Background: an optimization exercise with open tools, aiming at small area, a short achievable clock period and few clock cycles per item. Do not read the settings as production practice. Function was checked by simulation only, so behaviour that the tests miss may differ from the original. Power and IR drop assume default switching activity.

**flow/config.mk**
```make
export PLATFORM = sky130hd
export DESIGN_NAME = xv_pivot
export DESIGN_NICKNAME = xv_pivot
export VERILOG_FILES = /design/flow/design.v
export SDC_FILE = /design/flow/constraint.sdc
export NUM_CORES = 4
export LEC_CHECK = 0
export CAP_MARGIN = 20
export CORE_MARGIN = 2
export CORE_UTILIZATION = 40
export SLEW_MARGIN = 20
```
**flow/constraint.sdc**
```tcl
create_clock -name core_clock -period 9.0 [get_ports {clk}]
set_input_delay 1.8000 -clock core_clock [delete_from_list [all_inputs] [get_ports {clk}]]
set_output_delay 1.8000 -clock core_clock [all_outputs]
set_load 0.01 [all_outputs]
```
**flow/design.v**
```verilog
module xv_pivot (
    input  wire        clk,
    input  wire        rst,
    input  wire        in_valid,
    output wire        in_ready,
    input  wire [63:0] in_p,
    input  wire [63:0] in_th,
    input  wire [7:0]  in_fs,
    input  wire [7:0]  in_fd,
    input  wire        in_sx32,
    input  wire        in_dx32,
    input  wire        in_rsq,
    input  wire        in_sat,
    output wire        out_valid,
    output wire [63:0] out_q,
    output wire [3:0]  out_flags
);
    localparam [1:0] S_IDLE = 2'd0, S_PREP = 2'd1, S_DIV = 2'd2, S_DONE = 2'd3;
    reg [1:0]  state;
    reg        sqf;           
    reg        bad;           
    reg        nv;
    reg        dx32, rsq, sat;
    reg signed [9:0] e;
    reg [62:0] d;             
    reg [64:0] rem;           
    reg [5:0]  k;             
    reg [1:0]  qb;            
    reg        sq_en;         
    reg [64:0] srem;          
    reg [63:0] res;           
    reg        spec;
    reg [3:0]  sfl;
    assign in_ready  = (state == S_IDLE) || (state == S_DONE);
    assign out_valid = (state == S_DONE);
    assign out_q     = res;
    wire   nx        = (rem != 65'd0) || (srem != 65'd0);
    assign out_flags = spec ? sfl : {1'b0, nx, nx && (res == 64'd0), 1'b0};
    wire [63:0] pi = in_sx32 ? {{32{in_p[31]}},  in_p[31:0]}  : in_p;
    wire [63:0] ti = in_sx32 ? {{32{in_th[31]}}, in_th[31:0]} : in_th;
    wire p_nar = in_sx32 ? (in_p[31:0]  == 32'h8000_0000) : (in_p  == 64'h8000_0000_0000_0000);
    wire t_nar = in_sx32 ? (in_th[31:0] == 32'h8000_0000) : (in_th == 64'h8000_0000_0000_0000);
    wire a_nv  = ($signed(pi) <= 64'sd0) || ($signed(pi) < $signed(ti));
    wire signed [9:0] fs10 = {{2{in_fs[7]}}, in_fs};
    wire signed [9:0] fd10 = {{2{in_fd[7]}}, in_fd};
    wire signed [9:0] a_e  = (in_rsq ? fd10 + fd10 : fd10) + fs10;
    reg [62:0] above;         
    integer b;
    always @* begin
        above[62] = 1'b0;
        for (b = 61; b >= 0; b = b - 1)
            above[b] = above[b + 1] | d[b + 1];
    end
    wire [62:0] lead = d & ~above;
    reg [5:0] msb;
    integer c;
    always @* begin
        msb = 6'd0;
        for (c = 0; c < 63; c = c + 1)
            msb = msb | (lead[c] ? c[5:0] : 6'd0);
    end
    wire pow2 = ((d & (d - 63'd1)) == 63'd0);
    wire signed [9:0] s  = e - $signed({4'd0, msb});
    wire signed [9:0] kk = rsq ? (dx32 ? 10'sd61 : 10'sd125) : (dx32 ? 10'sd30 : 10'sd62);
    wire under = s[9];
    wire over  = (s > kk + 10'sd1) || ((s == kk + 10'sd1) && pow2);
    wire [63:0] nar_code = dx32 ? 64'h0000_0000_8000_0000 : 64'h8000_0000_0000_0000;
    wire [63:0] max_code = dx32 ? 64'h0000_0000_7FFF_FFFF : 64'h7FFF_FFFF_FFFF_FFFF;
    wire [65:0] x3  = {1'b0, rem};
    wire [65:0] y3  = ~{2'b00, d, 1'b0};
    wire [65:0] z3  = ~{3'b000, d};
    wire [65:0] s3  = x3 ^ y3 ^ z3;
    wire [65:0] c3  = {(x3[64:0] & y3[64:0]) | (x3[64:0] & z3[64:0]) | (y3[64:0] & z3[64:0]), 1'b1};
    wire [65:0] r3  = s3 + c3 + 66'd1;
    wire [65:0] r1  = {1'b0, rem} - {3'b000, d};
    wire [65:0] r2  = {1'b0, rem} - {2'b00, d, 1'b0};
    wire        ge1 = !r1[65], ge2 = !r2[65], ge3 = !r3[65];
    wire [1:0]  qd  = ge3 ? 2'd3 : ge2 ? 2'd2 : {1'b0, ge1};
    wire [62:0] rem_nx = ge3 ? r3[62:0] : ge2 ? r2[62:0] : ge1 ? r1[62:0] : rem[62:0];
    wire [66:0] srem2    = {srem, qb};
    wire [66:0] trial    = {1'b0, res[63:0], 2'b01};
    wire [67:0] srem_sub = {1'b0, srem2} - {1'b0, trial};
    wire        r_one    = !srem_sub[67];
    wire [64:0] srem_nx  = r_one ? srem_sub[64:0] : srem2[64:0];
    always @(posedge clk) begin
        if (rst) begin
            state <= S_IDLE;
            sqf   <= 1'b0;
            sq_en <= 1'b0;
        end else begin
            sq_en <= 1'b0;
            case (state)
                S_IDLE, S_DONE: begin
                    if (in_valid) begin
                        d     <= {in_sx32 ? 32'd0 : in_p[62:31], in_p[30:0]};
                        bad   <= p_nar || t_nar || a_nv;
                        nv    <= !(p_nar || t_nar);
                        e     <= a_e;
                        dx32  <= in_dx32;
                        rsq   <= in_rsq;
                        sat   <= in_sat;
                        state <= S_PREP;
                    end else
                        state <= S_IDLE;
                end
                S_PREP: begin
                    rem  <= s[0] ? {1'b0, lead, 1'b0} : {2'b00, lead};
                    k    <= s[6:1];
                    qb   <= 2'b00;
                    srem <= 65'd0;
                    spec <= 1'b1;
                    if (bad) begin
                        res   <= nar_code;
                        sfl   <= {nv, 3'b000};
                        state <= S_DONE;
                    end else if (under) begin
                        res   <= 64'd0;
                        sfl   <= 4'b0110;
                        state <= S_DONE;
                    end else if (over) begin
                        res   <= sat ? nar_code : max_code;
                        sfl   <= 4'b0101;
                        state <= S_DONE;
                    end else begin
                        res   <= 64'd0;
                        spec  <= 1'b0;
                        state <= S_DIV;
                    end
                end
                S_DIV: begin
                    if (!sqf) begin
                        rem <= {rem_nx, 2'b00};
                        k   <= k - 6'd1;
                        qb  <= qd;
                        sq_en <= rsq;
                        if (!rsq)
                            res <= {res[61:0], qd};
                        if (k == 6'd0) begin
                            if (rsq) sqf <= 1'b1;
                            else     state <= S_DONE;
                        end
                    end else begin
                        sqf   <= 1'b0;
                        state <= S_DONE;
                    end
                    if (sq_en) begin
                        srem <= srem_nx;
                        res  <= {res[62:0], r_one};
                    end
                end
            endcase
        end
    end
endmodule
```
**flow/run.sh**
```bash
#!/bin/bash
# synth_recipe.tcl (not shown) runs the flow's synth.tcl, then flattens the netlist and writes it again
# the make line also repeats each setting of config.mk as NAME=value (left out here)
make -C /OpenROAD-flow-scripts/flow DESIGN_CONFIG=/design/flow/config.mk WORK_HOME=/design/flow/orfs CLKGATE_MAP_FILE= SYNTH_SCRIPT=/design/flow/synth_recipe.tcl finish
```
==> flow_results.org, run 1 <==
** Global route
- Fraction of met2 tracks used by global routing :: 46.14%
- Grt peak-use layer :: met2
- Global-route wire length before repair :: 211300 µm
- Global routing consumed, over all layers together, 30.17% of the routing resources.
- Grt met1 use :: 44.33%
- Global Route met3 Usage :: 4.225%
- Entering global routing, the biggest net connects 81 pins.
- Via count of the first global-routing pass :: 33240
- The number of antenna violations at the first check in global routing came to 3.
- Summed over all layers, the global routing overflow is 0.

** Job
- Maxcap violations :: 0

** Synth
- For this run, the number of Yosys warnings is 1.
- Sequential share of the synthesized area :: 24.18%
- Counting distinct cell types in the post-synthesis netlist gives 88.
- Counting flops with a built-in enable in the synthesized netlist gives 285.
- Number of instances in the synthesized netlist :: 4377
- Net count after synthesis :: 4940
- A synthesized cell averages 8.163 µm².
- Cell area after technology mapping :: 0.03573 mm²
- In this run, synthesis produced a sequential element count of 289.
- After synthesis, the share of flip-flops with an asynchronous set or reset is 0%.
- For this run, the leading register cell type out of synthesis is sky130_fd_sc_hd__edfxtp_1.

** Layout
- In the layout the commonest cells are 479 x sky130_fd_sc_hd__a21oi_1, 353 x sky130_fd_sc_hd__nand2_1, 343 x sky130_fd_sc_hd__ha_1.
- Total number of nets in the final design :: 5027
- Most common cell after layout, fill and taps aside :: sky130_fd_sc_hd__a21oi_1
- Antenna diode count :: 0
- Share of cells above drive strength 1 :: 4.117%
- Relative to the synthesized area, the layout overhead comes to 12.76%.

** Critical path
- Master of the slowest instance on the critical path :: sky130_fd_sc_hd__or4_1
- The largest single stage delay on the critical path is 0.61 ns.
- Top fanout value on the critical path :: 33
- Required time of the critical path :: 9.40 ns
- Data arrival time of the critical path :: 8.47 ns
- R2R depth :: 30
- Following the worst setup path forward leads to its endpoint at res[54]$_DFFE_PP_.
- The worst register-to-register path ends at res[54]$_DFFE_PP_.
- The worst setup path is launched from a flip-flop.
- Critical path start-end classification :: reg -> reg
- The worst setup path is captured at a flip-flop.
- R2r startpoint :: d[47]$_SDFFCE_PP0P_
- The setup check on the worst reg-to-reg path leaves a slack of 0.93 ns.
- Tracing the worst setup path back leads to its startpoint at d[47]$_SDFFCE_PP0P_.

** Detailed routing
- Total vias in the final route :: 35990
- Average wire per cell in the routed design :: 25.26 µm
- Dividing the detail-routed via count by the number of cells gives 6.359.
- For this block, the initial DRC count from the detailed router was 3928.
- Number of remaining DRC errors :: 0
- Routed wire length :: 143000 µm
- First-pass detailed-route iteration total :: 8
- The detail route stage leaves a number of antenna-violating nets equal to 0.

** Placement
- Count of port buffers added during placement :: 220
- RD Place Congestion :: 0.9720
- HPWL reported at the end of detailed placement :: 113700 µm
- At the placement stage, the worst setup path has a slack of 1.086 ns.

** STA
- Between clock sinks in the finished design, the worst skew comes to 0.05930 ns.
- Aggregate negative setup slack :: 0 ns
- For the pin with the worst max-slew slack, the measured transition is 1.243 ns.
- The final count of hold timing violations was 0.
- Number of setup violations in the final report :: 0
- Min Clock Period, post-route :: 8.068 ns
- Crit path setup slack, layout :: 0.9318 ns
- Setup repair after global routing missed its margin :: false
- Final count of pins violating max slew :: 0
- After layout, the worst path uses 89.65% of the clock period.
- In this run the tightest slew margin relative to its limit is 16.36%.
- Timing would allow up to 123.9 MHz.

** Die
- Die footprint :: 0.09173 mm²
- # rows :: 109
- Die Y :: 302.9 µm
- Placeable core area :: 0.08851 mm²
- In this run the count of I/O pins placed on the die edge is 221.
- The initial utilization of the core area, before any placement, comes to 40.37%.
- The die is 302.9 µm wide.

** CTS
- Clock-pin slew was measured on the worst setup and hold paths at 0.06 ns.
- H-Tree Level Count :: 2
- The tree is rooted in a sky130_fd_sc_hd__clkbuf_16.
- The number of gates resized after CTS was 0.
- Number of buffers inserted by post-CTS setup repair :: 0
- TritonCTS created 40 clock buffers.
- The clock drives 289 sinks.
- Clock latency reported for the late side of the worst-skew pair :: 0.60 ns
- Deepest clock path buffer count :: 3
- TritonCTS built the clock tree.
- Hold bufs inserted after CTS :: 0

** Run status
- The run finished with no timing, DRC or antenna violations.

** Power
- Dividing total power by cell area gives a power density of 327.5 mW/mm².
- In this run the static leakage power is 16.19 nW.
- VDD sags by at most 0.0002091 V.

** Min path
- Hold Path Class :: reg -> reg
[cell families after synthesis]
logic type | synth area share [%]
AO/OA/AOI/OAI | 26.77
flip-flops | 24.18
buffers and inverters | 5.046
adder cells (fa/ha/maj) | 15.95
AND/OR/NAND/NOR | 19.40
XOR/XNOR | 5.515
multiplexers | 3.145
[synth_stat cells, types with 85 or more instances]
cell type / instances / area [µm²]
sky130_fd_sc_hd__clkbuf_1: 192 / 720.7
sky130_fd_sc_hd__xnor2_1: 135 / 1182
sky130_fd_sc_hd__nor4_1: 125 / 782.0
sky130_fd_sc_hd__edfxtp_1: 285 / 8558
sky130_fd_sc_hd__o21ai_0: 262 / 1311
sky130_fd_sc_hd__xor2_1: 90 / 788.3
sky130_fd_sc_hd__a21oi_1: 482 / 2412
sky130_fd_sc_hd__nor2_1: 255 / 957.2
sky130_fd_sc_hd__ha_1: 345 / 4317
sky130_fd_sc_hd__nand2_1: 354 / 1329
sky130_fd_sc_hd__nand3_1: 85 / 425.4
sky130_fd_sc_hd__nor3_1: 138 / 690.7
sky130_fd_sc_hd__nand4_1: 85 / 531.8
sky130_fd_sc_hd__inv_1: 258 / 968.4
sky130_fd_sc_hd__a21o_1: 234 / 1757
[registers in the layout, summed over array words and instances (netlist names), 2 cells and up]
name and cells:
rem 65, d 63, state 2, e 10, res 64, srem 65, sfl 4, k 6
qb 2
[per-layer routing]
layer	share of wire, %	vias up
li1	-	16750
met1	45	17440
met2	44	1610
met3	8.6	186
met4	2.7	2
met5	0.013	-
[how the worst min path moves through the flow]
| stage | slack [ns] | startpoint | to | depth (start not counted) |
|---|---|---|---|---|
| floorplan | 0.43 | sqf$_SDFFE_PP0P_ | sqf$_SDFFE_PP0P_ | 2 |
| global placement | 0.45 | sqf$_SDFFE_PP0P_ | sqf$_SDFFE_PP0P_ | 2 |
| detailed placement | 0.47 | sqf$_SDFFE_PP0P_ | sqf$_SDFFE_PP0P_ | 2 |
| CTS | 0.48 | sqf$_SDFFE_PP0P_ | sqf$_SDFFE_PP0P_ | 2 |
| global route | 0.52 | sqf$_SDFFE_PP0P_ | sqf$_SDFFE_PP0P_ | 2 |
| finish | 0.49 | sqf$_SDFFE_PP0P_ | sqf$_SDFFE_PP0P_ | 2 |
[critical path, delay by kind of cell, from the launching register on]
kind	cells	cell delay [ns]
and+or+nand+nor	17	4.18
AOI/OAI and AO/OA	7	1.64
adders and majority gates	3	0.73
DFF	1	0.60
buffers and inverters	2	0.51
xor gates and xnor gates	1	0.16
[metrics by stage]
step                      instances  hold WS [ns]  cell area (µm²)  utilization [%]  power (mW)
after global placement         5587        0.4544            39000            44.06       11.31
after CTS                      5659        0.4813            40290            45.52       12.98
after detailed placement       5587        0.4729            39000            44.06       11.28
after floorplan                4377        0.4328            35730                -       8.656
final                          5659        0.4873            40290            45.52       13.20
after global routing           5659        0.5153            40290            45.52       14.10
[report_power, final]
| part | switching [mW] | internal, mW | total [mW] |
|---|---|---|---|
| Combinational | 5.57 | 3.47 | 9.04 |
| Sequential | 0.559 | 1.96 | 2.51 |
| Clock | 0.681 | 0.962 | 1.64 |
[layout make-up]
type                       count  area, µm²
clock buffer                  54       1085
inverter                     260      978.4
fill                        8848      48220
clock inverter                18      205.2
tap                         1165       1458
multi-input combinational   3613      25420
timing repair buffer         260       2497
sequential                   289       8642
Testbench counts, summed over its fixed seeds: cycles 54,442, items 1,600.
==> run 2: changes to the inputs <==
--- a/flow/design.v
+++ b/flow/design.v
@@ -13,7 +13,7 @@
     input  wire        in_sat,
-    output wire        out_valid,
+    output reg         out_valid,
     output wire [63:0] out_q,
-    output wire [3:0]  out_flags
+    output reg  [3:0]  out_flags
 );
-    localparam [1:0] S_IDLE = 2'd0, S_PREP = 2'd1, S_DIV = 2'd2, S_DONE = 2'd3;
+    localparam [1:0] S_IDLE = 2'd0, S_PREP = 2'd1, S_DIV = 2'd2, S_FIN = 2'd3;
     reg [1:0]  state;
@@ -33,7 +33,5 @@
     reg [3:0]  sfl;
-    assign in_ready  = (state == S_IDLE) || (state == S_DONE);
-    assign out_valid = (state == S_DONE);
+    assign in_ready  = (state == S_IDLE) || (state == S_FIN);
     assign out_q     = res;
     wire   nx        = (rem != 65'd0) || (srem != 65'd0);
-    assign out_flags = spec ? sfl : {1'b0, nx, nx && (res == 64'd0), 1'b0};
     wire [63:0] pi = in_sx32 ? {{32{in_p[31]}},  in_p[31:0]}  : in_p;
@@ -86,9 +84,13 @@
         if (rst) begin
-            state <= S_IDLE;
-            sqf   <= 1'b0;
-            sq_en <= 1'b0;
+            state     <= S_IDLE;
+            sqf       <= 1'b0;
+            sq_en     <= 1'b0;
+            out_valid <= 1'b0;
         end else begin
-            sq_en <= 1'b0;
+            sq_en     <= 1'b0;
+            out_valid <= (state == S_FIN);
+            if (state == S_FIN)
+                out_flags <= spec ? sfl : {1'b0, nx, nx && (res == 64'd0), 1'b0};
             case (state)
-                S_IDLE, S_DONE: begin
+                S_IDLE, S_FIN: begin
                     if (in_valid) begin
@@ -114,3 +116,3 @@
                         sfl   <= {nv, 3'b000};
-                        state <= S_DONE;
+                        state <= S_FIN;
                     end else if (under) begin
@@ -118,3 +120,3 @@
                         sfl   <= 4'b0110;
-                        state <= S_DONE;
+                        state <= S_FIN;
                     end else if (over) begin
@@ -122,3 +124,3 @@
                         sfl   <= 4'b0101;
-                        state <= S_DONE;
+                        state <= S_FIN;
                     end else begin
@@ -139,3 +141,3 @@
                             if (rsq) sqf <= 1'b1;
-                            else     state <= S_DONE;
+                            else     state <= S_FIN;
                         end
@@ -143,3 +145,3 @@
                         sqf   <= 1'b0;
-                        state <= S_DONE;
+                        state <= S_FIN;
                     end
--- a/flow/config.mk
+++ b/flow/config.mk
@@ -10,2 +10,3 @@
 export CORE_UTILIZATION = 40
+export SETUP_SLACK_MARGIN = 4
 export SLEW_MARGIN = 20
==> run 2 against run 1 <==
Area after synthesis shrank 1.2%. Routed wire length grew 4.3%. Maximum frequency grew 32%. Die area shrank 1.2%. Largest cell class unchanged.
==> flow_results.org, run 2 <==
** Min path
- Hold-critical path depth :: 2 (unchanged)
- In this run the most critical hold path is launched from sqf$_SDFFE_PP0P_.
- For hold timing, the worst endpoint is sqf$_SDFFE_PP0P_.
- The tightest min-delay check is of the reg -> reg type.

** Global route
- The via count of the first global-routing pass was 34290 (+3.1%).
- Global-route wire length before repair :: 218300 µm (+3.3%)
- Antenna violations before repair :: 11 (+8)
- All-Layer GR Usage :: 31.39% (+1.2 points)
- Final global-route overflow total :: 0 (unchanged)
- Pin count of the biggest net entering global routing :: 88 (+8.6%)

** Synth
- Proportion of netlist area held by the largest area contributor :: 24.58% (+0.63 points)
- The fraction of the yosys area taken by sequential cells came to 24.86% (+0.68 points).
- The post-synthesis area per instance was 8.154 µm² (-0.10%).
- Most frequently used cell type in the post-synthesis netlist :: sky130_fd_sc_hd__a21oi_1
- The post-synthesis register bit count came to 294 (+1.7%).
- Cell area after technology mapping :: 0.03531 mm² (-1.2%)
- Ranked by total cell area, the synthesized netlist is headed by sky130_fd_sc_hd__edfxtp_1 25%, sky130_fd_sc_hd__ha_1 12%, sky130_fd_sc_hd__a21oi_1 7.4%.
- The largest total area in the synthesized netlist belongs to sky130_fd_sc_hd__edfxtp_1.
- The count of distinct cell types in the synthesized netlist came to 90 (+2.3%).
- Number of warning messages in the yosys log :: 1 (unchanged)
- The commonest cells after synthesis are 524 x sky130_fd_sc_hd__a21oi_1, 371 x sky130_fd_sc_hd__nand2_1, 345 x sky130_fd_sc_hd__ha_1.
- Net count after synthesis :: 4893 (-0.95%)
- The number of synthesized flops with an enable pin is 289 (+1.4%).
- Most frequently used flop master after synthesis :: sky130_fd_sc_hd__edfxtp_1
- Number of instances in the synthesized netlist :: 4330 (-1.1%)
- Async set-reset flop share out of synthesis :: 0% (unchanged)

** Detailed routing
- Routed length on met3 :: 13610 µm (+11%)
- The met1 layer wirelength in the final routing is 62470 µm (-3.4%).
- The remaining design rule violation count is 0 (unchanged).
- Detail Route met2 WL :: 65550 µm (+5.4%)
- Routed wire length :: 149100 µm (+4.3%)
- The number of vias per cell after detailed routing was 6.334 (-0.39%).
- Antenna-violating nets left :: 0 (unchanged)
- Number of design-rule violations left by the first detailed-router iteration :: 4270 (+8.7%)
- Signal routing reaches up to met5.
- Average wire per cell in the routed design :: 25.71 µm (+1.8%)
- The via count of the routed design was 36730 (+2.1%).
- First-pass detailed-route iteration total :: 8 (unchanged)

** Layout
- Leaving out fill and tap cells, the most frequent cell in the layout is sky130_fd_sc_hd__a21oi_1.
- The number of nets in the layout was 5171 (+2.9%).
- Count of fill cells added during filler insertion :: 8438 (-4.6%)
- From synthesis to final layout, the design area changed by 20.27%.
- Final std cell area, no fill :: 0.04247 mm² (+5.4%)
- Commonest cells after routing, fill and taps aside :: 510 x sky130_fd_sc_hd__a21oi_1, 361 x sky130_fd_sc_hd__nand2_1, 329 x sky130_fd_sc_hd__ha_1
- Top flop regs :: rem x65, srem x65, res x64
- Share of cells above drive strength 1 :: 10.99% (+6.9 points)

** Power
- The power consumption is 11.67 mW (-12%).
- The leakage power of the design was 16.84 nW (+4.0%).
- The power share of the combinational group was 67.2% (-1.3 points).
- The fraction of power spent switching nets came to 49.94% (-1.7 points).
- Clk pwr share :: 13.2% (+0.8 points)
- Share of total power in sequential cells :: 19.6% (+0.6 points)
- Power Internal :: 5.843 mW (-8.5%)
- Cell Pwr Density :: 274.9 mW/mm² (-16%)
- The worst supply voltage drop on vdd was 0.0001442 V (-31%).
- The switching power of the nets came to 5.830 mW (-14%).

** Placement
- Count of port buffers added during placement :: 220 (unchanged)
- RD Place Congestion :: 0.9875 (+1.6%)
- HPWL reported at the end of detailed placement :: 113800 µm (about the same)
- The cell area after placement came to 0.03870 mm² (-0.78%).

** STA
- The max-slew violation count is 0 (unchanged).
- Maximum clock frequency :: 163.9 MHz (+32%)
- Aggregate negative setup slack :: 0 ns (unchanged)
- The clock period minus worst slack came to 6.101 ns (-1.967 ns).
- The portion of the clock cycle consumed by the worst path in the final layout came to 67.79% (-22 points).
- Slew Limit Headroom :: 25.07% (+8.7 points)
- The final clock skew is 0.04369 ns (-0.01561 ns).
- Final hold slack :: 0.4828 ns (-0.004447 ns)
- The number of setup violations in the final report is 0 (unchanged).
- Setup repair after global routing missed its margin :: true
- Final Hold Fails :: 0 (unchanged)
- The transition at the pin with the smallest max-transition slack came to 1.114 ns (-0.1295 ns).

** Die
- The x dimension of the die came to 301.1 µm (-0.58%).
- # rows :: 108 (-0.92%)
- Io pins :: 221 (unchanged)
- Initial standard-cell utilization of the core :: 40.51% (+0.14 points)
- The area of the core came to 0.08716 mm² (-1.5%).
- Die footprint :: 0.09066 mm² (-1.2%)
- The vertical die dimension is 301.1 µm (-0.58%).

** Critical path
- The count of cells along the worst register-to-register path was 27 (-10%).
- Element type at the critical path end :: flip-flop
- Data arrival time of the critical path :: 6.54 ns (-1.93 ns)
- The worst register-to-register path ends at res[10]$_DFFE_PP_.
- The maximum fanout along the worst path was 8 (-76%).
- Flop-to-flop setup slack :: 2.90 ns (+1.97 ns)
- The worst register-to-register path begins at d[39]$_SDFFCE_PP0P_.
- The highest cell delay on the worst timing path is 0.61 ns (about the same).
- Master of the slowest instance on the critical path :: sky130_fd_sc_hd__or4_4
- Required time of the critical path :: 9.43 ns (+0.03 ns)
- The worst setup path is of the reg -> reg kind.
- STA classifies the critical path startpoint as a flip-flop.

** CTS
- Clock tree synthesis selected as its root buffer the cell sky130_fd_sc_hd__clkbuf_16.
- Deepest clock path buffer count :: 3 (unchanged)
- Clock latency reported for the late side of the worst-skew pair :: 0.60 ns (about the same)
- Sink count of the clock tree :: 294 (+1.7%)
- TritonCTS built the clock tree.
- The H-tree depth reported by CTS was 2 (unchanged).
- Total CTS buffers :: 39 (-2.5%)
- The clock transition at the registers of the reported paths was 0.06 ns (about the same).

** Run status
- The run finished with no timing, DRC or antenna violations.

** Job
- Maxcap violations :: 0 (unchanged)
run 2: changes by cell type in the layout (fill, tap and decap cells not counted), moves of 29 or more:
cell	previous run	this run
sky130_fd_sc_hd__a21oi_1	479	510
sky130_fd_sc_hd__buf_4	40	178
sky130_fd_sc_hd__o22ai_1	46	17
sky130_fd_sc_hd__a21o_1	234	173
sky130_fd_sc_hd__inv_1	258	225
sky130_fd_sc_hd__o21ai_1	4	60
run 2: logic make-up after synthesis:
logic type | synth area share (%)
flops | 24.86
mux | 3.147
compound gates | 26.15
fa+ha+maj | 16.08
buf+inv | 4.957
xor+xnor | 5.978
simple gates | 18.83
run 2: worst max-delay path by stage:
stage	from	endpoint	depth (start not counted)	slack, ns
3_5_place_dp	d[39]$_SDFFCE_PP0P_	res[30]$_DFFE_PP_	27	2.47
3_3_place_gp	d[39]$_SDFFCE_PP0P_	res[29]$_DFFE_PP_	27	2.60
2_1_floorplan	d[40]$_SDFFCE_PP0P_	sfl[0]$_SDFFCE_PP0P_	27	3.40
5_1_grt	d[39]$_SDFFCE_PP0P_	res[29]$_DFFE_PP_	28	2.58
4_1_cts	d[45]$_SDFFCE_PP0P_	res[30]$_DFFE_PP_	28	3.01
6_report	d[39]$_SDFFCE_PP0P_	res[10]$_DFFE_PP_	27	2.90
run 2: critical path: cells and delay by family, from the launching register on:
kind                     cells  cell delay [ns]
flip-flops                   1             0.46
AO/OA/AOI/OAI                9             1.51
XOR/XNOR                     1             0.08
adder cells (fa/ha/maj)      2             0.54
AND/OR/NAND/NOR             13             2.90
buffers and inverters        2             0.42
run 2: final cells by class:
type / count / area, µm² / share of cell area, %
Multi-Input combinational cell: 3576 / 25760 / 60.65
Antenna cell: 4 / 10.01 / 0.02357
Sequential cell: 294 / 8782 / 20.68
Tap cell: 1155 / 1445 / 3.403
Timing Repair Buffer: 444 / 4253 / 10.01
Clock inverter: 24 / 145.1 / 0.3418
Clock buffer: 48 / 1052 / 2.478
Inverter: 253 / 1022 / 2.407
run 2: what timing repair did:
action                                  4_1_cts  5_1_grt
pin swaps                                    35       31
gates cloned                                  5        4
buffers inserted                            104       74
endpoints found under the setup margin      195      172
hold endpoints to repair                      0        0
hold buffers                                  0        0
gates resized for setup                     123      127
run 2: routing by layer:
layer	vias to the layer above	GRT usage (%)
li1	16860	-
met1	17610	43.11
met2	1839	48.89
met3	398	5.482
met4	16	12.45
met5	-	0
run 2: through the flow:
stage	utilization, %	instances	setup slack [ns]
5_1_grt	48.71	5794	2.584
2_1_floorplan	-	4330	3.397
3_5_place_dp	44.40	5535	2.473
4_1_cts	47.39	5716	3.008
6_report	48.72	5798	2.899
3_3_place_gp	44.38	5535	2.596
run 2: power by group through the flow:
stage	Combinational, mW	Sequential (mW)	Clock (mW)
after global placement	7.01	2.31	0
after CTS	7.34	2.27	1.54
after global routing	8.50	2.30	1.59
after detailed placement	7.00	2.32	0
after floorplan	5.11	2.12	0
final	7.85	2.28	1.54
Testbench counts of run 2, summed over its fixed seeds: cycles 54,450, items 1,600.
==> run 3: changes to the inputs <==
--- a/flow/config.mk
+++ b/flow/config.mk
@@ -10,3 +10,2 @@
 export CORE_UTILIZATION = 40
-export SETUP_SLACK_MARGIN = 4
 export SLEW_MARGIN = 20
==> run 3 against run 2 <==
Power fell by 5.6%. Clock power about the same. Critical path depth is the same. Cell count is 3.3% lower. Maximum frequency is 23% lower. Clock-buffer cell count down 1. Register-to-register slack got worse by 1.8 ns. Area after synthesis is the same. Critical path type unchanged. Critical endpoint is now res[21]$_DFFE_PP_. Largest power group unchanged.
==> flow_results.org, run 3 <==
** Synth
- Top cells by area in the synthesized netlist :: sky130_fd_sc_hd__edfxtp_1 25%, sky130_fd_sc_hd__ha_1 12%, sky130_fd_sc_hd__a21oi_1 7.4%
- Number of warning messages in the yosys log :: 1 (unchanged)
- Post-synthesis cell type count :: 90 (unchanged)
- Async set-reset flop share out of synthesis :: 0% (unchanged)
- The area of the mapped netlist is 0.03531 mm² (unchanged).
- The fraction of the yosys area taken by sequential cells was 24.86% (unchanged).
- Cell accounting for the most synthesized area :: sky130_fd_sc_hd__edfxtp_1
- The area fraction of the dominant cell type after synthesis came to 24.58% (unchanged).
- The post-synthesis register bit count came to 294 (unchanged).
- Most frequently used flop master after synthesis :: sky130_fd_sc_hd__edfxtp_1
- By instance count, the leading cell after synthesis is sky130_fd_sc_hd__a21oi_1.
- Most instantiated cells after synthesis :: 524 x sky130_fd_sc_hd__a21oi_1, 371 x sky130_fd_sc_hd__nand2_1, 345 x sky130_fd_sc_hd__ha_1
- Number of instances in the synthesized netlist :: 4330 (unchanged)
- The post-synthesis area per instance was 8.154 µm² (unchanged).
- The number of synthesized flops with an enable pin is 289 (unchanged).
- The total nets after synthesis was 4893 (unchanged).

** Die
- The vertical die dimension is 301.1 µm (unchanged).
- The area of the core is 0.08716 mm² (unchanged).
- # rows :: 108 (unchanged)
- Die X-Extent :: 301.1 µm (unchanged)
- Die footprint :: 0.09066 mm² (unchanged)
- Initial standard-cell utilization of the core :: 40.51% (unchanged)
- The top-level I/O count was 221 (unchanged).

** CTS
- The clock latency reported for the late side of the worst-skew pair came to 0.58 ns (-0.02 ns).
- Hold bufs inserted after CTS :: 0 (unchanged)
- Resized cells post-CTS :: 0 (-100%)
- Total CTS buffers :: 39 (unchanged)
- Clock-pin slew of the registers on the worst-case setup and hold paths :: 0.06 ns (about the same)
- The number of clock sinks came to 294 (unchanged).
- Root Buffer Master :: sky130_fd_sc_hd__clkbuf_16
- The post-CTS setup repair buffer count came to 0 (-100%).
- TritonCTS built the clock tree.
- The H-tree depth reported by CTS is 2 (unchanged).
- Deepest clock path buffer count :: 3 (unchanged)

** Detailed routing
- First-pass detailed-route iteration total :: 9 (+1)
- The routed wire length was 141100 µm (-5.4%).
- Number of design-rule violations left by the first detailed-router iteration :: 4206 (-1.5%)
- Routed via count divided by cell count :: 6.283 (-0.80%)
- The remaining antenna violation count after routing is 0 (unchanged).
- Number of remaining DRC errors :: 0 (unchanged)
- Average wire per cell in the routed design :: 25.16 µm (-2.1%)
- The via count of the routed design is 35240 (-4.1%).

** Layout
- Growth of design area from synthesis to finish :: 12.66%
- The number of nets in the layout was 4980 (-3.7%).
- The library cell used most frequently in the layout, excluding fill and tap cells, is sky130_fd_sc_hd__a21oi_1.
- The area of the multi-input gates came to 0.02491 mm² (-3.3%).
- Share of cells above drive strength 1 :: 3.801% (-7.2 points)
- The largest registers in the layout are rem x65, srem x65, res x64.
- Final std cell area, no fill :: 0.03978 mm² (-6.3%)
- The register cell area after layout was 0.008782 mm² (unchanged).
- Core utilization of the finished layout :: 45.64% (-3.1 points)
- The final-layout fill cell count was 8703 (+3.1%).
- Commonest cells after routing, fill and taps aside :: 521 x sky130_fd_sc_hd__a21oi_1, 371 x sky130_fd_sc_hd__nand2_1, 343 x sky130_fd_sc_hd__ha_1

** Critical path
- Data arrival time of the critical path :: 8.31 ns (+1.77 ns)
- The worst setup path is launched from a flip-flop.
- Element type at the critical path end :: flip-flop
- The maximum fanout along the worst path came to 31 (+23).
- Master of the slowest instance on the critical path :: sky130_fd_sc_hd__or4_1
- Category of cells accounting for the largest share of critical-path delay :: simple AND/OR/NAND/NOR gates
- Required time of the critical path :: 9.39 ns (-0.04 ns)
- The sum of buffers and inverters on the critical path is 1 (-1).
- The highest cell delay on the worst timing path came to 0.63 ns (+0.02 ns).
- Critical path start-end classification :: reg -> reg

** Power
- The part of the total power dissipated in the clock network is 14.2% (+1.0 points).
- Worst IR Drop VDD :: 0.0001342 V (-6.9%)
- The cell internal power dissipation came to 5.512 mW (-5.7%).
- Share of total power in sequential cells :: 20.9% (+1.3 points)
- Leakage Power :: 15.65 nW (-7.0%)
- The switching power of the nets came to 5.504 mW (-5.6%).
- Combinational group share of total power :: 64.9% (-2.3 points)
- Cell Pwr Density :: 276.9 mW/mm² (+0.75%)
- Share of total power consumed by net switching :: 49.97% (about the same)

** Global route
- The global-route total usage across every layer came to 30.09% (-1.3 points).
- Antenna violations before repair :: 11 (unchanged)
- Final global-route overflow total :: 0 (unchanged)
- The global-route wire length before repair was 209300 µm (-4.1%).
- The via count of the first global-routing pass came to 33050 (-3.6%).
- The pin count of the biggest net entering global routing came to 92 (+4.5%).

** Job
- The number of max-cap violations was 0 (unchanged).

** STA
- The transition at the pin with the smallest max-transition slack came to 1.113 ns (-0.0004158 ns).
- Share of the clock period used by the worst path :: 87.90% (+20 points)
- Number of setup violations in the final report :: 0 (unchanged)
- Setup repair after global routing left no endpoint under its margin.
- Final count of pins violating max slew :: 0 (unchanged)
- Max Clock Skew :: 0.03695 ns (-0.006741 ns)
- The final count of hold timing violations was 0 (unchanged).
- Maximum clock frequency :: 126.4 MHz (-23%)
- The worst hold slack came to 0.4758 ns (-0.007082 ns).
- Min Clock Period, post-route :: 7.911 ns (+1.810 ns)
- The worst slew margin relative to its limit was 25.10% (+0.028 points).
- The setup TNS came to 0 ns (unchanged).

** Min path
- Hold Path Class :: reg -> reg

** Placement
- RD Place Congestion :: 0.9958 (+0.84%)
- HPWL reported at the end of detailed placement :: 112200 µm (-1.4%)
- The cell area after placement was 0.03855 mm² (-0.37%).
- The count of buffers inserted at the top-level ports came to 220 (unchanged).

** Run status
- The run finished with no timing, DRC or antenna violations.
## run 3: cells by family after synthesis
kind of cell    count (synthesis)  synth area share, %
xor+xnor                      241                5.978
mux                           108                3.147
simple gates                 1328                18.83
buf+inv                       463                4.957
fa+ha+maj                     414                16.08
compound gates               1482                26.15
flops                         294                24.86
## run 3: layer usage
layer / global-route usage, % / part of all wire (%)
met1: 41.05 / 43
met2: 47.14 / 44
met3: 6.102 / 8.8
met4: 10.55 / 3.8
met5: 0.5291 / 0.035
## run 3: area by class of cell
type / count / share of cell area, %
Clock inverter: 23 / 0.4813
Multi-Input combinational cell: 3573 / 62.61
Clock buffer: 47 / 2.554
Tap cell: 1155 / 3.633
Timing Repair Buffer: 256 / 6.203
Inverter: 253 / 2.394
Sequential cell: 294 / 22.08
Antenna cell: 7 / 0.04404
## run 3: tightest hold or removal path, stage by stage, from the launching register on
cell and delay [ns]:
sky130_fd_sc_hd__dfxtp_1 0.31, sky130_fd_sc_hd__nand2_1 0.06, sky130_fd_sc_hd__o41ai_1 0.06
## run 3: worst paths after layout
check	start	end	depth (start not counted)	slack, ns
setup / recovery	d[45]$_SDFFCE_PP0P_	res[21]$_DFFE_PP_	27	1.09
hold / removal	sqf$_SDFFE_PP0P_	sqf$_SDFFE_PP0P_	2	0.48
hold reg to reg	sqf$_SDFFE_PP0P_	sqf$_SDFFE_PP0P_	2	0.48
setup reg to reg	d[45]$_SDFFCE_PP0P_	res[21]$_DFFE_PP_	27	1.09
## run 3: metrics by stage
| stage | instances | power [mW] | setup WS (ns) |
|---|---|---|---|
| after CTS | 5601 | 10.87 | 1.294 |
| after floorplan | 4330 | 7.215 | 2.717 |
| final | 5608 | 11.02 | 1.089 |
| after global placement | 5531 | 9.279 | 1.554 |
| after global routing | 5606 | 11.73 | 0.7306 |
| after detailed placement | 5531 | 9.274 | 1.340 |
## run 3: power by group through the flow
| stage | clock network (mW) | logic, mW | registers, mW |
|---|---|---|---|
| after floorplan | 0 | 5.08 | 2.13 |
| after global placement | 0 | 6.97 | 2.31 |
| after detailed placement | 0 | 6.96 | 2.31 |
| after CTS | 1.57 | 7.02 | 2.28 |
| after global routing | 1.62 | 7.80 | 2.32 |
| final | 1.56 | 7.15 | 2.30 |
==> run 4: changes to the inputs <==
--- a/flow/design.v
+++ b/flow/design.v
@@ -17,4 +17,5 @@
 );
-    localparam [1:0] S_IDLE = 2'd0, S_PREP = 2'd1, S_DIV = 2'd2, S_FIN = 2'd3;
+    localparam [1:0] S_IDLE = 2'd0, S_DIV = 2'd2, S_FIN = 2'd3;
     reg [1:0]  state;
+    reg        first;         
     reg        sqf;           
@@ -23,3 +24,4 @@
     reg        dx32, rsq, sat;
-    reg signed [9:0] e;
+    reg signed [9:0] s;       
+    reg        pow2;
     reg [62:0] d;             
@@ -44,19 +46,19 @@
     wire signed [9:0] a_e  = (in_rsq ? fd10 + fd10 : fd10) + fs10;
-    reg [62:0] above;         
-    integer b;
-    always @* begin
-        above[62] = 1'b0;
-        for (b = 61; b >= 0; b = b - 1)
-            above[b] = above[b + 1] | d[b + 1];
-    end
-    wire [62:0] lead = d & ~above;
-    reg [5:0] msb;
+    wire [62:0] a_d  = {in_sx32 ? 32'd0 : in_p[62:31], in_p[30:0]};
+    wire [62:0] sm1  = a_d | (a_d >> 1);
+    wire [62:0] sm2  = sm1 | (sm1 >> 2);
+    wire [62:0] sm4  = sm2 | (sm2 >> 4);
+    wire [62:0] sm8  = sm4 | (sm4 >> 8);
+    wire [62:0] sm16 = sm8 | (sm8 >> 16);
+    wire [62:0] sm32 = sm16 | (sm16 >> 32);
+    wire [62:0] above = sm32 >> 1;            
+    wire [62:0] lead  = a_d & ~above;
+    reg  [5:0]  a_msb;
     integer c;
     always @* begin
-        msb = 6'd0;
+        a_msb = 6'd0;
         for (c = 0; c < 63; c = c + 1)
-            msb = msb | (lead[c] ? c[5:0] : 6'd0);
+            a_msb = a_msb | (lead[c] ? c[5:0] : 6'd0);
     end
-    wire pow2 = ((d & (d - 63'd1)) == 63'd0);
-    wire signed [9:0] s  = e - $signed({4'd0, msb});
+    wire signed [9:0] a_s = a_e - $signed({4'd0, a_msb});
     wire signed [9:0] kk = rsq ? (dx32 ? 10'sd61 : 10'sd125) : (dx32 ? 10'sd30 : 10'sd62);
@@ -96,6 +98,7 @@
                     if (in_valid) begin
-                        d     <= {in_sx32 ? 32'd0 : in_p[62:31], in_p[30:0]};
+                        d     <= a_d;
                         bad   <= p_nar || t_nar || a_nv;
                         nv    <= !(p_nar || t_nar);
-                        e     <= a_e;
+                        s     <= a_s;
+                        pow2  <= ((a_d & above) == 63'd0);
                         dx32  <= in_dx32;
@@ -103,29 +106,10 @@
                         sat   <= in_sat;
-                        state <= S_PREP;
+                        rem   <= a_s[0] ? {1'b0, lead, 1'b0} : {2'b00, lead};
+                        k     <= a_s[6:1];
+                        qb    <= 2'b00;
+                        srem  <= 65'd0;
+                        first <= 1'b1;
+                        state <= S_DIV;
                     end else
                         state <= S_IDLE;
-                end
-                S_PREP: begin
-                    rem  <= s[0] ? {1'b0, lead, 1'b0} : {2'b00, lead};
-                    k    <= s[6:1];
-                    qb   <= 2'b00;
-                    srem <= 65'd0;
-                    spec <= 1'b1;
-                    if (bad) begin
-                        res   <= nar_code;
-                        sfl   <= {nv, 3'b000};
-                        state <= S_FIN;
-                    end else if (under) begin
-                        res   <= 64'd0;
-                        sfl   <= 4'b0110;
-                        state <= S_FIN;
-                    end else if (over) begin
-                        res   <= sat ? nar_code : max_code;
-                        sfl   <= 4'b0101;
-                        state <= S_FIN;
-                    end else begin
-                        res   <= 64'd0;
-                        spec  <= 1'b0;
-                        state <= S_DIV;
-                    end
                 end
@@ -151,3 +135,27 @@
                     end
+                    if (first) begin
+                        first <= 1'b0;
+                        spec  <= 1'b1;
+                        if (bad) begin
+                            res   <= nar_code;
+                            sfl   <= {nv, 3'b000};
+                            sqf   <= 1'b0;
+                            state <= S_FIN;
+                        end else if (under) begin
+                            res   <= 64'd0;
+                            sfl   <= 4'b0110;
+                            sqf   <= 1'b0;
+                            state <= S_FIN;
+                        end else if (over) begin
+                            res   <= sat ? nar_code : max_code;
+                            sfl   <= 4'b0101;
+                            sqf   <= 1'b0;
+                            state <= S_FIN;
+                        end else begin
+                            res   <= rsq ? 64'd0 : {62'd0, qd};
+                            spec  <= 1'b0;
+                        end
+                    end
                 end
+                default: state <= S_IDLE;
             endcase
==> run 4 against run 3 <==
Cell count is 0.18% lower. Worst setup slack better by 0.13 ns. Sequential cell count is 2 higher. Still clean. Area after synthesis is 0.69% lower.
==> flow_results.org, run 4 <==
** Run status
- The run finished with no timing, DRC or antenna violations.

** Die
- Io pins :: 221 (unchanged)
- The overall die area was 0.09005 mm² (-0.68%).
- The vertical die dimension came to 300.1 µm (-0.34%).
- Placeable core area :: 0.08689 mm² (-0.31%)
- The number of rows in the core area came to 108 (unchanged).
- The initial standard-cell utilization of the core was 40.36% (-0.15 points).
- The x dimension of the die is 300.1 µm (-0.34%).

** Synth
- Top cells by area in the synthesized netlist :: sky130_fd_sc_hd__edfxtp_1 25%, sky130_fd_sc_hd__ha_1 12%, sky130_fd_sc_hd__a21oi_1 6.9%
- Most frequently used flop master after synthesis :: sky130_fd_sc_hd__edfxtp_1
- Most frequently used cell type in the post-synthesis netlist :: sky130_fd_sc_hd__a21oi_1
- The warning count from the yosys run is 1 (unchanged).
- The post-synthesis area per instance was 8.113 µm² (-0.50%).
- The gate count of the mapped netlist is 4322 (-0.18%).
- Proportion of netlist area held by the largest area contributor :: 24.92% (+0.34 points)
- Post-synthesis cell type count :: 91 (+1.1%)
- The area of the mapped netlist was 0.03507 mm² (-0.69%).
- The async set or reset register ratio after synthesis is 0% (unchanged).
- Cell accounting for the most synthesized area :: sky130_fd_sc_hd__edfxtp_1
- Post-synth EDFFs :: 291 (+0.69%)
- In the synthesized netlist, the cells that appear most often are 486 x sky130_fd_sc_hd__a21oi_1, 358 x sky130_fd_sc_hd__nor2_1, 342 x sky130_fd_sc_hd__ha_1.
- Flip-flop and latch count after synthesis :: 296 (+0.68%)
- Net count after synthesis :: 4886 (-0.14%)
- Sequential share of the synthesized area :: 25.21% (+0.34 points)

** CTS
- The number of clock sinks came to 296 (+0.68%).
- Root Buffer Master :: sky130_fd_sc_hd__clkbuf_16
- Deepest clock path buffer count :: 3 (unchanged)
- The number of clock buffers inserted by TritonCTS came to 39 (unchanged).
- Clock latency reported for the late side of the worst-skew pair :: 0.60 ns (+0.02 ns)
- TritonCTS built the clock tree.
- Resized cells post-CTS :: 0 (unchanged)
- Hold bufs inserted after CTS :: 0 (unchanged)
- The post-CTS setup repair buffer count was 0 (unchanged).
- H-Tree Level Count :: 2 (unchanged)
- The clock transition at the registers of the reported paths came to 0.06 ns (about the same).

** Placement
- RD Place Congestion :: 0.9647 (-3.1%)
- The count of buffers inserted at the top-level ports was 220 (unchanged).
- Instance count after placement with tap cells included :: 5527 (-0.072%)
- HPWL reported at the end of detailed placement :: 102700 µm (-8.5%)
- Instance area after placement :: 0.03832 mm² (-0.60%)

** Detailed routing
- The iteration-0 DRC count of the detailed router is 3081 (-27%).
- Routed wire length :: 129600 µm (-8.2%)
- The via count of the routed design is 33930 (-3.7%).
- The remaining design rule violation count is 0 (unchanged).
- The number of detailed-route iterations in the first pass was 7 (-2).
- The routed length per instance was 23.14 µm (-8.0%).
- Routed via count divided by cell count :: 6.061 (-3.5%)
- The remaining antenna violation count after routing was 0 (unchanged).

** Global route
- The global-route wire length before repair was 197200 µm (-5.8%).
- Antenna violations before repair :: 2 (-9)
- Final global-route overflow total :: 0 (unchanged)
- Pin count of the biggest net entering global routing :: 73 (-21%)
- All-Layer GR Usage :: 28.21% (-1.9 points)
- Via count of the first global-routing pass :: 32710 (-1.0%)

** Critical path
- The required time of the critical path came to 9.32 ns (-0.07 ns).
- Top fanout value on the critical path :: 11 (-65%)
- Category of the worst setup path launch point :: input pin
- The worst setup path is of the in -> reg kind.
- Element type at the critical path end :: flip-flop
- Data arrival time of the critical path :: 8.10 ns (-0.21 ns)

** Layout
- Multi-input gate area in the final layout :: 0.02442 mm² (-2.0%)
- Count of fill cells added during filler insertion :: 8701 (-0.023%)
- Commonest cells after routing, fill and taps aside :: 486 x sky130_fd_sc_hd__a21oi_1, 355 x sky130_fd_sc_hd__nor2_1, 340 x sky130_fd_sc_hd__ha_1
- Compared with the post-synthesis result, the final layout area differs by 12.86%.
- The number of nets in the layout was 4977 (-0.060%).
- The final design area excluding fillers was 0.03958 mm² (-0.51%).
- Top flop regs :: rem x65, srem x65, res x64
- Share of cells above drive strength 1 :: 3.466% (-0.34 points)
- FF+latch area :: 0.008842 mm² (+0.68%)
- The library cell used most frequently in the layout, excluding fill and tap cells, is sky130_fd_sc_hd__a21oi_1.
- Count of non-filler cells in the finished layout :: 5598 (-0.18%)
- The number of antenna repair diodes came to 0 (-7).

** Power
- The total power per unit cell area is 162.7 mW/mm² (-41%).
- Worst IR Drop VDD :: 0.0001513 V (+13%)
- The power consumption is 6.437 mW (-42%).
- Leakage Power :: 16.00 nW (+2.2%)

** STA
- Aggregate negative setup slack :: 0 ns (unchanged)
- Final count of pins violating max slew :: 0 (unchanged)
- Number of setup violations in the final report :: 0 (unchanged)
- Slew Limit Headroom :: 18.96% (-6.1 points)
- The transition at the pin with the smallest max-transition slack was 1.185 ns (+0.07162 ns).
- The timing-limited maximum frequency was 128.5 MHz (+1.6%).
- Setup repair after global routing missed its margin :: false
- The worst hold slack is 0.5330 ns (+0.05721 ns).
- The portion of the clock cycle consumed by the worst path in the final layout is 86.47% (-1.4 points).
- The final clock skew came to 0.02869 ns (-0.008263 ns).
- Final Hold Fails :: 0 (unchanged)
- Min Clock Period, post-route :: 7.783 ns (-0.1282 ns)

** Min path
- The worst hold path belongs to the class reg -> reg.

** Job
- Maxcap violations :: 0 (unchanged)
[run 4: area by class of cell]
class	instances	share of cell area, %
well taps	1155	3.652
multi-input cells	3521	61.70
clock buffers	47	2.567
clock inverters	24	0.6039
inverters	296	2.811
repair buffers	259	6.323
flip-flops and latches	296	22.34
[run 4: metrics by stage]
stage / setup slack, ns / util [%]
floorplan: 0.8710 / -
finish: 1.217 / 45.55
global placement: 0.8074 / 44.10
detailed placement: 0.7409 / 44.10
global route: 0.8544 / 45.55
CTS: 1.312 / 45.55
[run 4: cell families (layout without fill, tap and decap cells)]
kind of cell             Yosys count  count (layout)  synth area share, %
multiplexers                      99              99                2.840
adder cells (fa/ha/maj)          414             414                16.28
XOR/XNOR                         235             235                5.870
AND/OR/NAND/NOR                 1304            1304                18.12
flip-flops                       296             296                25.21
AO/OA/AOI/OAI                   1469            1469                26.25
buffers and inverters            505             626                5.431
[run 4: worst paths after layout]
kind,startpoint,end,slack (ns),cells past startpoint
worst max-delay path,in_p[59],s[9]$_DFFE_PP_,1.22,23
worst min-delay path,sfl[1]$_SDFFCE_PP0P_,out_flags[1]$_DFFE_PP_,0.53,2
worst max register to register,d[1]$_DFFE_PP_,rem[32]$_DFFE_PP_,2.73,18
worst min register to register,sfl[1]$_SDFFCE_PP0P_,out_flags[1]$_DFFE_PP_,0.53,2
[run 4: worst max-delay path, stage by stage]
cell	delay [ns]
sky130_fd_sc_hd__clkdlybuf4s50_1	0.61
sky130_fd_sc_hd__or4_4	0.67
sky130_fd_sc_hd__nand4b_4	0.30
sky130_fd_sc_hd__nor4_2	0.50
sky130_fd_sc_hd__nand3_1	0.26
sky130_fd_sc_hd__nor2_1	0.32
sky130_fd_sc_hd__nand2_1	0.11
sky130_fd_sc_hd__nor3_1	0.36
sky130_fd_sc_hd__nor2_1	0.11
sky130_fd_sc_hd__nor2b_1	0.34
sky130_fd_sc_hd__a2111oi_0	0.19
sky130_fd_sc_hd__and4_1	0.31
sky130_fd_sc_hd__fa_1	0.48
sky130_fd_sc_hd__ha_1	0.31
sky130_fd_sc_hd__a21o_1	0.18
sky130_fd_sc_hd__a21oi_1	0.22
sky130_fd_sc_hd__o21bai_1	0.10
sky130_fd_sc_hd__a21oi_1	0.23
sky130_fd_sc_hd__o21bai_1	0.09
sky130_fd_sc_hd__a21oi_1	0.24
sky130_fd_sc_hd__o21bai_1	0.09
sky130_fd_sc_hd__a21oi_1	0.18
sky130_fd_sc_hd__xor2_1	0.10
[run 4: routing by layer]
layer  global-route usage, %  share of wire [%]  up-vias
met3                   4.039                7.2      180
met4                   10.33                4.0        2
li1                        -                  -    16260
met5                       0              0.010        -
met2                   45.21                 45     1311
met1                   38.63                 44    16170
[run 4: power by group]
| part | total [mW] | internal (mW) | switching, mW |
|---|---|---|---|
| combinational | 3.06 | 1.17 | 1.89 |
| clock | 1.56 | 0.879 | 0.686 |
| sequential | 1.81 | 1.67 | 0.146 |
Testbench counts of run 4, summed over its fixed seeds: cycles 53,002, items 1,600.
==> run 5: changes to the inputs <==
--- a/flow/design.v
+++ b/flow/design.v
@@ -24,3 +24,4 @@
     reg        dx32, rsq, sat;
-    reg signed [9:0] s;       
+    reg signed [9:0] e;
+    reg [5:0]  msb;           
     reg        pow2;
@@ -38,7 +39,13 @@
     wire   nx        = (rem != 65'd0) || (srem != 65'd0);
-    wire [63:0] pi = in_sx32 ? {{32{in_p[31]}},  in_p[31:0]}  : in_p;
-    wire [63:0] ti = in_sx32 ? {{32{in_th[31]}}, in_th[31:0]} : in_th;
-    wire p_nar = in_sx32 ? (in_p[31:0]  == 32'h8000_0000) : (in_p  == 64'h8000_0000_0000_0000);
+    wire lo_z  = (in_p[30:0] == 31'd0);
+    wire hi_z  = (in_p[62:32] == 31'd0);
+    wire lt31  = (in_p[30:0] < in_th[30:0]);
+    wire lt32s = (in_p[31] & ~in_th[31]) | ((in_p[31] == in_th[31]) & lt31);    
+    wire lt32u = (~in_p[31] & in_th[31]) | ((in_p[31] == in_th[31]) & lt31);    
+    wire lthi  = ($signed(in_p[63:32]) < $signed(in_th[63:32]));
+    wire lt64  = lthi | ((in_p[63:32] == in_th[63:32]) & lt32u);
+    wire p_nar = in_sx32 ? (in_p[31] & lo_z) : (in_p[63] & hi_z & ~in_p[31] & lo_z);
     wire t_nar = in_sx32 ? (in_th[31:0] == 32'h8000_0000) : (in_th == 64'h8000_0000_0000_0000);
-    wire a_nv  = ($signed(pi) <= 64'sd0) || ($signed(pi) < $signed(ti));
+    wire a_nv  = in_sx32 ? (in_p[31] | lo_z | lt32s)
+                         : (in_p[63] | (hi_z & ~in_p[31] & lo_z) | lt64);
     wire signed [9:0] fs10 = {{2{in_fs[7]}}, in_fs};
@@ -62,3 +69,13 @@
     end
-    wire signed [9:0] a_s = a_e - $signed({4'd0, a_msb});
+    wire [64:0] a_rem;
+    genvar g;
+    generate
+        for (g = 0; g < 65; g = g + 1) begin : g_rem
+            wire up = (g >= 1 && g <= 63) ? lead[g - 1] : 1'b0;
+            wire at = (g <= 62) ? lead[g] : 1'b0;
+            assign a_rem[g] = (g % 2 == 0 ? !a_e[0] : a_e[0]) & (at | up);
+        end
+    endgenerate
+    wire signed [9:0] s  = e - $signed({4'd0, msb});
+    wire [5:0]  kc = first ? s[6:1] : k;      
     wire signed [9:0] kk = rsq ? (dx32 ? 10'sd61 : 10'sd125) : (dx32 ? 10'sd30 : 10'sd62);
@@ -101,3 +118,4 @@
                         nv    <= !(p_nar || t_nar);
-                        s     <= a_s;
+                        e     <= a_e;
+                        msb   <= a_msb;
                         pow2  <= ((a_d & above) == 63'd0);
@@ -106,4 +124,3 @@
                         sat   <= in_sat;
-                        rem   <= a_s[0] ? {1'b0, lead, 1'b0} : {2'b00, lead};
-                        k     <= a_s[6:1];
+                        rem   <= a_rem;
                         qb    <= 2'b00;
@@ -118,3 +135,3 @@
                         rem <= {rem_nx, 2'b00};
-                        k   <= k - 6'd1;
+                        k   <= kc - 6'd1;
                         qb  <= qd;
@@ -123,3 +140,3 @@
                             res <= {res[61:0], qd};
-                        if (k == 6'd0) begin
+                        if (kc == 6'd0) begin
                             if (rsq) sqf <= 1'b1;
--- a/flow/config.mk
+++ b/flow/config.mk
@@ -10,2 +10,3 @@
 export CORE_UTILIZATION = 40
+export SETUP_SLACK_MARGIN = 4
 export SLEW_MARGIN = 20
==> run 5 against run 4 <==
Still clean on timing, DRC and antenna. Maximum frequency increased by 60%. Clock power rose by 6%. Sequential power increased by 2%. Clock skew up 0.0085 ns. Register-to-register slack gained 1.4 ns. Sequential cell count is 6 higher. Die area fell by 0.22%. Non-clock buffer count is 1 higher. Critical path type unchanged.
==> flow_results.org, run 5 <==
** Run status
- The run finished with no timing, DRC or antenna violations.

** Power
- The total power per unit cell area came to 166.9 mW/mm² (+2.6%).
- Combinational group share of total power :: 47.1% (-0.4 points)
- The switching power of the nets was 2.773 mW (+2.0%).
- Worst IR Drop VDD :: 0.0001240 V (-18%)
- The register share of total power is 27.9% (-0.3 points).
- The leakage power of the design is 16.03 nW (+0.23%).
- The power consumption is 6.650 mW (+3.3%).
- Power Internal :: 3.877 mW (+4.3%)
- Clk pwr share :: 25.0% (+0.7 points)
- Share of total power consumed by net switching :: 41.69% (-0.53 points)

** Synth
- The area of the mapped netlist was 0.03499 mm² (-0.22%).
- Mean area per synthesized cell :: 8.221 µm² (+1.3%)
- Top cells by area in the synthesized netlist :: sky130_fd_sc_hd__edfxtp_1 25%, sky130_fd_sc_hd__ha_1 12%, sky130_fd_sc_hd__a21oi_1 6.4%
- The post-synthesis register bit count is 302 (+2.0%).
- The count of distinct cell types in the synthesized netlist is 96 (+5.5%).
- The fraction of the yosys area taken by sequential cells was 25.78% (+0.57 points).
- The largest total area in the synthesized netlist belongs to sky130_fd_sc_hd__edfxtp_1.
- Number of warning messages in the yosys log :: 1 (unchanged)
- The number of synthesized flops with an enable pin is 297 (+2.1%).
- Number of instances in the synthesized netlist :: 4256 (-1.5%)
- Most frequently used cell type in the post-synthesis netlist :: sky130_fd_sc_hd__a21oi_1
- Proportion of netlist area held by the largest area contributor :: 25.49% (+0.57 points)
- The total nets after synthesis was 4819 (-1.4%).
- Most frequently used flop master after synthesis :: sky130_fd_sc_hd__edfxtp_1
- The commonest cells after synthesis are 449 x sky130_fd_sc_hd__a21oi_1, 372 x sky130_fd_sc_hd__nand2_1, 345 x sky130_fd_sc_hd__ha_1.
- Async set-reset flop share out of synthesis :: 0% (unchanged)

** Die
- # rows :: 108 (unchanged)
- Die footprint :: 0.08985 mm² (-0.22%)
- The initial standard-cell utilization of the core was 40.33% (about the same).
- The top-level I/O count is 221 (unchanged).
- The vertical die dimension came to 299.8 µm (-0.11%).
- The x dimension of the die came to 299.8 µm (-0.11%).
- Placeable core area :: 0.08675 mm² (-0.16%)

** STA
- The final count of hold timing violations came to 0 (unchanged).
- The final clock skew is 0.03722 ns (+0.008531 ns).
- Number of setup violations in the final report :: 0 (unchanged)
- Transition time at the pin with the least slew margin :: 1.143 ns (-0.04157 ns)
- The clock period minus worst slack is 4.871 ns (-2.912 ns).
- The worst setup margin is 4.129 ns (+2.912 ns).
- Slew Limit Headroom :: 23.78% (+4.8 points)
- The setup TNS was 0 ns (unchanged).
- The timing-limited maximum frequency is 205.3 MHz (+60%).
- Setup repair after global routing could not meet its margin everywhere.
- The max-slew violation count was 0 (unchanged).
- Share of the clock period used by the worst path :: 54.12% (-32 points)

** Global route
- Antenna violations before repair :: 5 (+3)
- The total congestion overflow after global routing came to 0 (unchanged).
- Pin count of the biggest net entering global routing :: 78 (+6.8%)
- Via count of the first global-routing pass :: 32440 (-0.85%)
- The global-route total usage across every layer was 28.26% (+0.048 points).
- Global-route wire length before repair :: 196900 µm (-0.14%)

** Critical path
- Number of cells on the critical path :: 11 (-52%)
- Walking the worst path, the cells encountered are clkdlybuf4s50_1, nor4_2, a41oi_4, nor4_4, and2_2, nand2_1, or3_1, or3_1, nor4_1, a21oi_1, o221ai_1.
- Element type at the critical path end :: flip-flop
- Category of cells accounting for the largest share of critical-path delay :: simple AND/OR/NAND/NOR gates
- The maximum fanout along the worst path came to 8 (-3).
- Setup crit start :: in_p[54]
- The setup slack on the worst flop-to-flop path was 4.16 ns (+1.43 ns).
- Data arrival time of the critical path :: 5.30 ns (-2.80 ns)
- The required time of the critical path is 9.43 ns (+0.11 ns).
- The worst register-to-register path begins at d[1]$_DFFE_PP_.
- The slowest stage of the critical path belongs to the cell sky130_fd_sc_hd__clkdlybuf4s50_1.
- The setup path with the least slack is of type in -> reg.
- Worst setup endpoint :: rem[24]$_DFFE_PP_
- Largest stage delay, worst path :: 0.58 ns (-0.09 ns)
- CP Buf/Inv Count :: 1 (unchanged)
- The count of cells along the worst register-to-register path is 19 (+1).
- Endpoint of the lowest-slack register-to-register path :: rem[46]$_DFFE_PP_
- The cell that appears most often on the critical path is sky130_fd_sc_hd__or3_1.
- The worst setup path is launched from an input pin.

** Layout
- The final design area excluding fillers was 0.03985 mm² (+0.69%).
- From synthesis to final layout, the design area changed by 13.89%.
- The area of the multi-input gates came to 0.02427 mm² (-0.59%).
- Count of fill cells added during filler insertion :: 8776 (+0.86%)
- The register cell area after layout came to 0.009022 mm² (+2.0%).
- Total number of nets in the final design :: 4948 (-0.58%)
- Commonest cells after routing, fill and taps aside :: 447 x sky130_fd_sc_hd__a21oi_1, 369 x sky130_fd_sc_hd__nand2_1, 345 x sky130_fd_sc_hd__ha_1
- The proportion of layout cells with a drive suffix above 1 is 4.260% (+0.79 points).
- Top flop regs :: rem x65, srem x65, res x64
- The library cell used most frequently in the layout, excluding fill and tap cells, is sky130_fd_sc_hd__a21oi_1.

** CTS
- TritonCTS built the clock tree.
- Deepest clock path buffer count :: 3 (unchanged)
- The post-cts hold buffer count is 0 (unchanged).
- The clock transition at the registers of the reported paths was 0.06 ns (about the same).
- Clock latency reported for the late side of the worst-skew pair :: 0.60 ns (about the same)
- The tree is rooted in a sky130_fd_sc_hd__clkbuf_16.
- The number of clock sinks is 302 (+2.0%).
- H-Tree Level Count :: 2 (unchanged)
- The number of clock buffers inserted by TritonCTS came to 39 (unchanged).

** Placement
- The count of buffers inserted at the top-level ports was 220 (unchanged).
- RD Place Congestion :: 1.019 (+5.6%)
- The cell area after placement was 0.03824 mm² (-0.21%).
- Placement-stage worst setup slack :: 3.111 ns (+2.370 ns)
- The half-perimeter wire length after placement was 104000 µm (+1.3%).

** Detailed routing
- Routed via count divided by cell count :: 6.119 (+0.96%)
- The via count of the routed design was 34080 (+0.45%).
- The remaining design rule violation count is 0 (unchanged).
- The routed wire length is 131100 µm (+1.2%).
- The routed length per instance was 23.54 µm (+1.7%).
- Antenna-violating nets left :: 0 (unchanged)
- First-pass detailed-route iteration total :: 5 (-2)
- Number of design-rule violations left by the first detailed-router iteration :: 3380 (+9.7%)

** Min path
- In this run the worst hold path is classified as reg -> reg.

** Job
- Maxcap violations :: 0 (unchanged)
-- run 5: how the worst min path moves through the flow --
stage                              start                          to  cells past startpoint
floorplan            state[0]$_SDFF_PP0_         state[0]$_SDFF_PP0_                      2
global placement    sfl[3]$_SDFFCE_PN0P_  out_flags[3]$_SDFFCE_PN0P_                      1
detailed placement  sfl[3]$_SDFFCE_PN0P_  out_flags[3]$_SDFFCE_PN0P_                      1
CTS                 sfl[3]$_SDFFCE_PN0P_  out_flags[3]$_SDFFCE_PN0P_                      1
global route        sfl[0]$_SDFFCE_PP0P_  out_flags[0]$_SDFFCE_PN0P_                      1
finish              sfl[0]$_SDFFCE_PP0P_  out_flags[0]$_SDFFCE_PN0P_                      1
-- run 5: kinds of logic (layout without fill, tap and decap cells) --
group	after synthesis	in the layout	synth area share, %
AO/OA/AOI/OAI	1410	1410	25.68
XOR/XNOR	225	225	5.632
adder cells (fa/ha/maj)	413	413	16.20
buffers and inverters	490	646	5.393
flip-flops	302	302	25.78
multiplexers	89	89	2.582
other	0	2	0
AND/OR/NAND/NOR	1327	1328	18.73
-- run 5: layout make-up --
| class | count | area share [%] |
|---|---|---|
| well taps | 1155 | 3.627 |
| clock inverters | 24 | 0.8447 |
| diodes | 2 | 0.01256 |
| clock buffers | 45 | 2.506 |
| flip-flops and latches | 302 | 22.64 |
| inverters | 317 | 3.008 |
| repair buffers | 260 | 6.443 |
| multi-input cells | 3465 | 60.92 |
-- run 5: timing repair --
action | in CTS | in global routing
pin swaps | 3 | 4
gates cloned | 0 | 2
buffers inserted | 5 | 4
resized for setup | 15 | 30
setup endpoints to repair | 61 | 82
endpoints found under the hold margin | 0 | 0
-- run 5: power by group through the flow --
stage	combinational, mW	clock, mW	sequential [mW]
finish	3.13	1.66	1.85
global route	3.42	1.73	1.86
CTS	3.04	1.69	1.85
detailed placement	3.00	0	1.88
global placement	3.01	0	1.87
floorplan	2.15	0	1.80
-- run 5: per-stage QoR --
| stage | utilization (%) | instances | hold slack (ns) |
|---|---|---|---|
| 2_1_floorplan | - | 4256 | 0.4869 |
| 3_3_place_gp | 44.05 | 5486 | 0.5193 |
| 3_5_place_dp | 44.08 | 5488 | 0.5236 |
| 4_1_cts | 45.74 | 5562 | 0.5363 |
| 5_1_grt | 45.93 | 5569 | 0.5640 |
| 6_report | 45.93 | 5570 | 0.5339 |
-- run 5: routing by layer --
| layer | vias up | wire length (µm) | track usage [%] |
|---|---|---|---|
| met1 | 16330 | 58140 | 39.78 |
| met3 | 205 | 10380 | 4.227 |
| li1 | 16160 | - | - |
| met2 | 1385 | 57950 | 44.41 |
| met4 | 4 | 4654 | 9.274 |
| met5 | - | 22 | 0 |
Testbench counts of run 5, summed over its fixed seeds: cycles 53,002, items 1,600.

==> afterwards: timing with drivers on the ports <==
No port has a modelled driver above. Below, the same layouts with a new extraction and two added sets of constraints.
Step 1 assumes that a clkbuf_16 drives the clock port and a buf_2 every other input.
Step 2 also shifts input and output timing later by t, the mid clock arrival at the registers, as if the neighbouring blocks saw the same clock.
Slacks: no drivers / after step 1 / after step 2; pairs: no drivers / after step 1.
run	shift t [ns]	slack for setup (ns)	slew at the worst register clock pin (ns)
run 1	0.639	0.932 / 0.932 / 0.932	0.07 / 0.07
run 2	0.651	2.899 / 2.899 / 2.899	0.07 / 0.07
run 3	0.629	1.089 / 1.089 / 1.089	0.07 / 0.07
run 4	0.643	1.217 / 1.255 / 0.611	0.07 / 0.07
run 5	0.649	4.129 / 4.160 / 3.529	0.07 / 0.07
After both steps every run listed still meets setup and hold. For run 4, which loses most, drivers alone change the setup slack by +0.038 ns; drivers and shift together by -0.606 ns.
